Background: an optimization exercise with open tools, aiming at small area, a short achievable clock period and few clock cycles per item. Do not read the settings as production practice. For this run, only the layout was checked, not whether the RTL still works.

--- flow/run.sh ---
#!/bin/bash
# synth_recipe.tcl (not shown) runs the flow's synth.tcl, then flattens the netlist and writes it again
# the make line also repeats each setting of config.mk as NAME=value (left out here)
make -C /OpenROAD-flow-scripts/flow DESIGN_CONFIG=/design/flow/config.mk WORK_HOME=/design/flow/orfs CLKGATE_MAP_FILE= SYNTH_SCRIPT=/design/flow/synth_recipe.tcl finish
--- flow/config.mk ---
export PLATFORM = sky130hd
export DESIGN_NAME = sha256_engine
export DESIGN_NICKNAME = sha256_engine
export VERILOG_FILES = /design/flow/design.v
export SDC_FILE = /design/flow/constraint.sdc
export NUM_CORES = 4
export LEC_CHECK = 0
export CAP_MARGIN = 20
export CORE_MARGIN = 2
export CORE_UTILIZATION = 40
export PLACE_DENSITY = 0.6
export SLEW_MARGIN = 20
--- flow/constraint.sdc ---
create_clock -name core_clock -period 10.0 [get_ports {clk}]
set_input_delay 2.0000 -clock core_clock [delete_from_list [all_inputs] [get_ports {clk}]]
set_output_delay 2.0000 -clock core_clock [all_outputs]
set_load 0.01 [all_outputs]
--- flow/design.v ---
module sha256_engine (
    input  wire         clk,
    input  wire         rst,         
    input  wire         in_valid,
    output wire         in_ready,
    input  wire [31:0]  in_data,
    input  wire         in_init,     
    input  wire         in_sha224,   
    output reg          out_valid,
    output wire [255:0] out_digest
);
    localparam [255:0] IV256 = {32'h6a09e667, 32'hbb67ae85, 32'h3c6ef372, 32'ha54ff53a,
                                32'h510e527f, 32'h9b05688c, 32'h1f83d9ab, 32'h5be0cd19};
    localparam [255:0] IV224 = {32'hc1059ed8, 32'h367cd507, 32'h3070dd17, 32'hf70e5939,
                                32'hffc00b31, 32'h68581511, 32'h64f98fa7, 32'hbefa4fa4};
    reg        run;         
    reg [5:0]  t;           
    reg [3:0]  cnt;         
    reg        ibv;         
    reg [31:0] ib;
    reg        pinit, p224;    
    reg        cinit, c224;    
    reg [31:0] h0, h1, h2, h3, h4, h5, h6, h7;
    reg [31:0] a, b, c, d, e, f, g, h;
    reg [31:0] p;               
    reg [31:0] w [0:15];        
    integer i;
    wire hi    = (t[5:4] == 2'b11);
    wire xfer  = ibv & hi & (t[3:0] == cnt);
    wire start = (t == 6'd63) & xfer & (cnt == 4'd15);
    wire last  = run & (t == 6'd63);
    wire ivld  = run & (t == 6'd0) & cinit;
    assign in_ready   = ~ibv | xfer;
    assign out_digest = {h0, h1, h2, h3, h4, h5, h6, h7};
    wire       accept = in_valid & in_ready;
    wire [3:0] idx    = cnt + {3'd0, ibv};
    wire [5:0] kt = t + 6'd1;
    reg [31:0] k_n;
    always @(*) begin
        case (kt)
            6'd0:    k_n = 32'h428a2f98; 6'd1:    k_n = 32'h71374491;
            6'd2:    k_n = 32'hb5c0fbcf; 6'd3:    k_n = 32'he9b5dba5;
            6'd4:    k_n = 32'h3956c25b; 6'd5:    k_n = 32'h59f111f1;
            6'd6:    k_n = 32'h923f82a4; 6'd7:    k_n = 32'hab1c5ed5;
            6'd8:    k_n = 32'hd807aa98; 6'd9:    k_n = 32'h12835b01;
            6'd10:   k_n = 32'h243185be; 6'd11:   k_n = 32'h550c7dc3;
            6'd12:   k_n = 32'h72be5d74; 6'd13:   k_n = 32'h80deb1fe;
            6'd14:   k_n = 32'h9bdc06a7; 6'd15:   k_n = 32'hc19bf174;
            6'd16:   k_n = 32'he49b69c1; 6'd17:   k_n = 32'hefbe4786;
            6'd18:   k_n = 32'h0fc19dc6; 6'd19:   k_n = 32'h240ca1cc;
            6'd20:   k_n = 32'h2de92c6f; 6'd21:   k_n = 32'h4a7484aa;
            6'd22:   k_n = 32'h5cb0a9dc; 6'd23:   k_n = 32'h76f988da;
            6'd24:   k_n = 32'h983e5152; 6'd25:   k_n = 32'ha831c66d;
            6'd26:   k_n = 32'hb00327c8; 6'd27:   k_n = 32'hbf597fc7;
            6'd28:   k_n = 32'hc6e00bf3; 6'd29:   k_n = 32'hd5a79147;
            6'd30:   k_n = 32'h06ca6351; 6'd31:   k_n = 32'h14292967;
            6'd32:   k_n = 32'h27b70a85; 6'd33:   k_n = 32'h2e1b2138;
            6'd34:   k_n = 32'h4d2c6dfc; 6'd35:   k_n = 32'h53380d13;
            6'd36:   k_n = 32'h650a7354; 6'd37:   k_n = 32'h766a0abb;
            6'd38:   k_n = 32'h81c2c92e; 6'd39:   k_n = 32'h92722c85;
            6'd40:   k_n = 32'ha2bfe8a1; 6'd41:   k_n = 32'ha81a664b;
            6'd42:   k_n = 32'hc24b8b70; 6'd43:   k_n = 32'hc76c51a3;
            6'd44:   k_n = 32'hd192e819; 6'd45:   k_n = 32'hd6990624;
            6'd46:   k_n = 32'hf40e3585; 6'd47:   k_n = 32'h106aa070;
            6'd48:   k_n = 32'h19a4c116; 6'd49:   k_n = 32'h1e376c08;
            6'd50:   k_n = 32'h2748774c; 6'd51:   k_n = 32'h34b0bcb5;
            6'd52:   k_n = 32'h391c0cb3; 6'd53:   k_n = 32'h4ed8aa4a;
            6'd54:   k_n = 32'h5b9cca4f; 6'd55:   k_n = 32'h682e6ff3;
            6'd56:   k_n = 32'h748f82ee; 6'd57:   k_n = 32'h78a5636f;
            6'd58:   k_n = 32'h84c87814; 6'd59:   k_n = 32'h8cc70208;
            6'd60:   k_n = 32'h90befffa; 6'd61:   k_n = 32'ha4506ceb;
            6'd62:   k_n = 32'hbef9a3f7; default: k_n = 32'hc67178f2;
        endcase
    end
    wire [255:0] iv_p = p224 ? IV224 : IV256;
    wire [255:0] iv_c = c224 ? IV224 : IV256;
    wire [31:0] s1  = {e[5:0], e[31:6]} ^ {e[10:0], e[31:11]} ^ {e[24:0], e[31:25]};
    wire [31:0] s0  = {a[1:0], a[31:2]} ^ {a[12:0], a[31:13]} ^ {a[21:0], a[31:22]};
    wire [31:0] chv = (e & f) ^ (~e & g);
    wire [31:0] mjv = (a & b) ^ (a & c) ^ (b & c);
    wire [31:0] ya  = last ? h0 : 32'd0;
    wire [31:0] ye  = last ? h4 : 32'd0;
    wire [31:0] a1s = p ^ s1 ^ chv;
    wire [31:0] a2s = ya ^ s0 ^ mjv;
    wire [31:0] a2c = (ya & s0 | ya & mjv | s0 & mjv);
    wire [31:0] a2cc = {a2c[30:0], 1'b0};
    wire [31:0] a1c_r = (p & s1 | p & chv | s1 & chv);
    wire [31:0] a1c_s = {a1c_r[30:0], 1'b0};
    wire [31:0] a3s = a1s ^ a1c_s ^ a2s;
    wire [31:0] a3c = (a1s & a1c_s | a1s & a2s | a1c_s & a2s);
    wire [31:0] a3cs = {a3c[30:0], 1'b0};
    wire [31:0] a4s = a3s ^ a3cs ^ a2cc;
    wire [31:0] a4c = (a3s & a3cs | a3s & a2cc | a3cs & a2cc);
    wire [31:0] a4cs = {a4c[30:0], 1'b0};
    wire [31:0] a_r = a4s + a4cs;
    wire [31:0] e1s = d ^ p ^ ye;
    wire [31:0] e1c = (d & p | d & ye | p & ye);
    wire [31:0] e1cs = {e1c[30:0], 1'b0};
    wire [31:0] e2s = e1s ^ e1cs ^ s1;
    wire [31:0] e2c = (e1s & e1cs | e1s & s1 | e1cs & s1);
    wire [31:0] e2cs = {e2c[30:0], 1'b0};
    wire [31:0] e3s = e2s ^ e2cs ^ chv;
    wire [31:0] e3c = (e2s & e2cs | e2s & chv | e2cs & chv);
    wire [31:0] e3cs = {e3c[30:0], 1'b0};
    wire [31:0] e_r = e3s + e3cs;
    wire [31:0] sm1 = h1 + (last ? a : 32'd0);
    wire [31:0] sm2 = h2 + (last ? b : 32'd0);
    wire [31:0] sm3 = h3 + (last ? c : 32'd0);
    wire [31:0] sm5 = h5 + (last ? e : 32'd0);
    wire [31:0] sm6 = h6 + (last ? f : 32'd0);
    wire [31:0] sm7 = h7 + (last ? g : 32'd0);
    wire [31:0] ss0    = {w[1][6:0], w[1][31:7]} ^ {w[1][17:0], w[1][31:18]} ^ (w[1] >> 3);
    wire [31:0] ss1    = {w[14][16:0], w[14][31:17]} ^ {w[14][18:0], w[14][31:19]} ^ (w[14] >> 10);
    wire [31:0] w_next = ss1 + w[9] + ss0 + w[0];
    wire [31:0] gp = (start & pinit) ? iv_p[31:0] : ((start & ~run) ? 32'd0 : g);
    wire [31:0] xp = (start & ~pinit) ? h7 : 32'd0;
    wire [31:0] p_next = gp + k_n + w[1] + xp;
    wire ld_alt = start & (pinit | ~run);    
    always @(posedge clk) begin
        for (i = 0; i < 15; i = i + 1)
            w[i] <= w[i+1];
        if (run & ~hi)
            w[15] <= w_next;
        else if (xfer)
            w[15] <= ib;
        else
            w[15] <= w[0];
        if (accept) begin
            ib <= in_data;
            if (idx == 4'd0) begin
                pinit <= in_init;
                p224  <= in_sha224;
            end
        end
        p <= p_next;
        a <= ld_alt ? (pinit ? iv_p[255:224] : h0) : a_r;
        e <= ld_alt ? (pinit ? iv_p[127:96]  : h4) : e_r;
        b <= start ? (pinit ? iv_p[223:192] : sm1) : a;
        c <= start ? (pinit ? iv_p[191:160] : sm2) : b;
        d <= start ? (pinit ? iv_p[159:128] : sm3) : c;
        f <= start ? (pinit ? iv_p[95:64]   : sm5) : e;
        g <= start ? (pinit ? iv_p[63:32]   : sm6) : f;
        h <= start ? (pinit ? iv_p[31:0]    : sm7) : g;
        h0 <= last ? a_r : (ivld ? iv_c[255:224] : h0);
        h4 <= last ? e_r : (ivld ? iv_c[127:96]  : h4);
        h1 <= ivld ? iv_c[223:192] : sm1;
        h2 <= ivld ? iv_c[191:160] : sm2;
        h3 <= ivld ? iv_c[159:128] : sm3;
        h5 <= ivld ? iv_c[95:64]   : sm5;
        h6 <= ivld ? iv_c[63:32]   : sm6;
        h7 <= ivld ? iv_c[31:0]    : sm7;
        if (start) begin
            cinit <= pinit;
            c224  <= p224;
        end
        if (rst) begin
            run       <= 1'b0;
            t         <= 6'd48;
            cnt       <= 4'd0;
            ibv       <= 1'b0;
            out_valid <= 1'b0;
        end else begin
            out_valid <= last;
            ibv       <= accept | (ibv & ~xfer);
            if (xfer)
                cnt <= cnt + 4'd1;
            if (start)
                t <= 6'd0;
            else if (t == 6'd63 || (~run & cnt == 4'd0 & ~ibv))
                t <= 6'd48;
            else
                t <= t + 6'd1;
            if (start)
                run <= 1'b1;
            else if (t == 6'd63)
                run <= 1'b0;
        end
    end
endmodule
==> summary.md <==
| Metric | Value |
|---|---|
| Post-Syn Nets | 7126 |
| Synth area leader | dfxtp_1 |
| Pre-antenna DRT Iters | 6 |
| Dpl cell area | about 65000 um^2 |
| Syn Area/Cell | 9.312 um^2 |
| Hold path cells | 0 |
| Period utilization | between 70% and 80% |
| First-pass GRT wire length | between 300000 and 400000 um |
| Final instance area | around 70000 um^2 |
| Final net count | 7278 |
| Number of max-cap violations | 0 |
| TritonCTS Buffers | between 100 and 150 |
| Asr flop ratio synth | 0% |
| Share of layout cells above drive strength 1 | 5.635% |
| Max Freq | 127.4 MHz |
| Area share of the largest cell type after synthesis | 32.58% |
| Commonest cells post-synth | 973 x dfxtp_1, 598 x nand2_1, 528 x inv_1 |
| Post-DR vias/cell | approximately 5.7 |
| Iter 0 DRT Violations | around 4.5k |
| I/O pin count | 295 |
| Largest buffer count on any clock path | 3 |
| Fin Setup TNS | 0 ps |
| HP Class | flop to flop |
| Reg with most FFs | w |
| Worst Reg2Reg Path Length in Cells | 24 |
| Setup violators final | 0 |
| Slew headroom | between 15 and 20% |
| GRT overflow | 0 |
| Worst-path clk slew | approximately 70 ps |
| Clock tree root buffer cell | clkbuf_16 |
| Worst-Skew Late Latency | between 700 and 800 ps |
| Hold Buf Count CTS | 0 |
| DRC viols | 0 |
| Post-DP HPWL | roughly 170000 um |
| Slew Viols, Final | 0 |
| Endpoints failing hold | 0 |
| Initial antenna violation count | 16 |
| Vias in the first global route | around 48k |
| Number of synthesized flops with an enable pin | 100 |
| Core Area | between 100000 and 150000 um^2 |
| CTS resizes | 0 |
| FF+latch count, synth | 1073 |
| CP required | ~10000 ps |
| PnR worst setup slack | 2151 ps |
| Routed Antenna Nets | 0 |
| Max reg flops | a little over 500 |
| Buffer count from post-CTS setup fixing | 0 |
| Layout area overhead | 15.03% |
| Site Rows | between 100 and 150 |
| Routed vias | around 50k |
| Initial Utilization | approximately two fifths |
| Top FF cell, synth | dfxtp_1 |
| GRT Resource Usage Total | 28.94% |
| Final Wtd Congestion | a little over 1 |
| Fin crit period | about 7800 ps |
| Crit. End Element | flop |
| Die ar. | approximately 150000 um^2 |
| Synthesized area | 59790 um^2 |
| CTS tree | done |
| Clock sink count | ~1.1k |
| Critical path type | flop to flop |
| DR WL/cell | roughly 26 um |
| Outcome | no timing/DRC/antenna violations |
| CP max FO | 35 |
| Filler cell count | about 14k |
| RSZ-0062 raised after global routing | false |
| Largest net degree at the start of global routing | 78 |
| Startpoint class of the critical path | flop |
| DIE WIDTH | between 300 and 400 um |
| Place WS | about 2300 ps |
| Final wirelength | 223900 um |
| Unique masters post-synth | a little over 90 |
| Port Buf Inserts | about 300 |
| Synth top area cells | dfxtp_1 33%, fa_1 12%, ha_1 6.8% |
| Most frequent cell after synthesis | dfxtp_1 |
| Critical Path AT | between 8000 and 9000 ps |
| Worst-margin pin slew | approximately 1300 ps |
| Yosys warnings | 2 |
| Worst Skew | approximately 38 ps |
| Overall die height | 390.6 um |
| H-tree levels | 3 |
| Cells after synthesis | 6420 |
| Sequential fraction of the synthesis area | a little under two fifths |
path summary, 6_finish.rpt:
check	startpoint	end	slack, ps
setup / recovery	t[1]	h0[28]	2150
hold / removal	w[3][3]	w[2][3]	310
setup reg to reg	t[1]	h0[28]	2150
hold reg to reg	w[3][3]	w[2][3]	310
cells by family (layout without fill, tap and decap cells):
| family | Yosys count | after routing | share of synthesized area, % |
|---|---|---|---|
| compound gates | 1625 | 1625 | 17.09 |
| simple gates | 1547 | 1547 | 12.05 |
| flops | 1073 | 1073 | 37.60 |
| buf+inv | 879 | 1131 | 5.542 |
| fa+ha+maj | 672 | 672 | 18.38 |
| xor+xnor | 555 | 555 | 8.131 |
| mux | 69 | 69 | 1.197 |
| other cells | 0 | 5 | 0 |
critical path: stages (launching register included):
cell and delay, ps:
dfxtp_1 310, buf_4 300, ha_1 600, nand3_1 540
nor2_4 270, and2_4 400, buf_4 460, nand2_1 120
fa_1 480, fa_1 540, inv_1 50, fa_1 480
ha_1 240, inv_1 90, fa_1 450, nor2b_1 170
o31a_1 200, o31a_1 230, o21ai_1 200, a211oi_1 480
o21ai_0 250, a31oi_1 330, a21oi_1 130, xor2_1 180
nor2_1 50
per-stage QoR:
stage                     util (%)  instances  hold WS [ps]
final                        46.46       8607         314.6
after global routing         46.46       8602         314.3
after CTS                    46.45       8602         307.8
after detailed placement     43.69       8385         312.1
after global placement       43.68       8385         309.5
after floorplan                  -       6420         309.6
metal layers:
metal / up-vias / GRT usage [%] / part of all wire [%]
met5: - / 0 / 0.0031
met4: 2 / 17.31 / 6.9
met3: 519 / 5.481 / 8.0
met2: 2279 / 45.50 / 45
met1: 23870 / 36.91 / 40
li1: 22195 / - / -
layout make-up:
class / instances / area [um^2] / share of cell area [%]
multi-input combinational: 4468 / 34160 / 49.67
sequential: 1073 / 22490 / 32.69
timing repair buffer: 383 / 3623 / 5.269
clock buffer: 156 / 3339 / 4.856
tap: 1930 / 2415 / 3.511
inverter: 531 / 1996 / 2.902
clock inverter: 61 / 744.5 / 1.082
antenna: 5 / 12.51 / 0.01819
cells in the final DEF, fill, tap and decap left out, types with 69 or more instances in the layout:
cell	count
edfxtp_1	100
a21o_1	179
nand2_1	594
xnor2_1	373
xor2_1	177
o211ai_1	71
nor2_1	345
a21oi_1	420
and3_1	240
o21ai_0	445
a31oi_1	69
clkdlybuf4s50_1	294
dfxtp_1	972
buf_4	88
fa_1	345
o21a_1	84
inv_1	527
clkbuf_16	121
ha_1	323

[what the ideal ports hide]
How much do the figures lean on ideal ports? The routed layout below was timed once more, with nothing changed but the port constraints.
Step 1 sets driving cells, clkbuf_16 on the clock port and buf_2 on the other inputs (assumed; they add their load-dependent delay and slew).
Step 2, shift: input delay + t, output delay - t, t = (earliest + latest rising clock arrival at the registers) / 2. This alone moves slack from input paths to output paths.
Slacks: no drivers / after step 1 / after step 2; pairs: no drivers / after step 1.
t, ns: 0.831
setup slack, ns: 2.151 / 2.151 / 2.151
hold slack, ns: 0.315 / 0.315 / 0.315
worst setup path after step 2: register to register
worst slew at a driven data input, ns: 0.04
After both steps setup and hold are still met in this run. For this run, drivers alone change the setup slack by 0.000 ns; drivers and shift together by 0.000 ns.
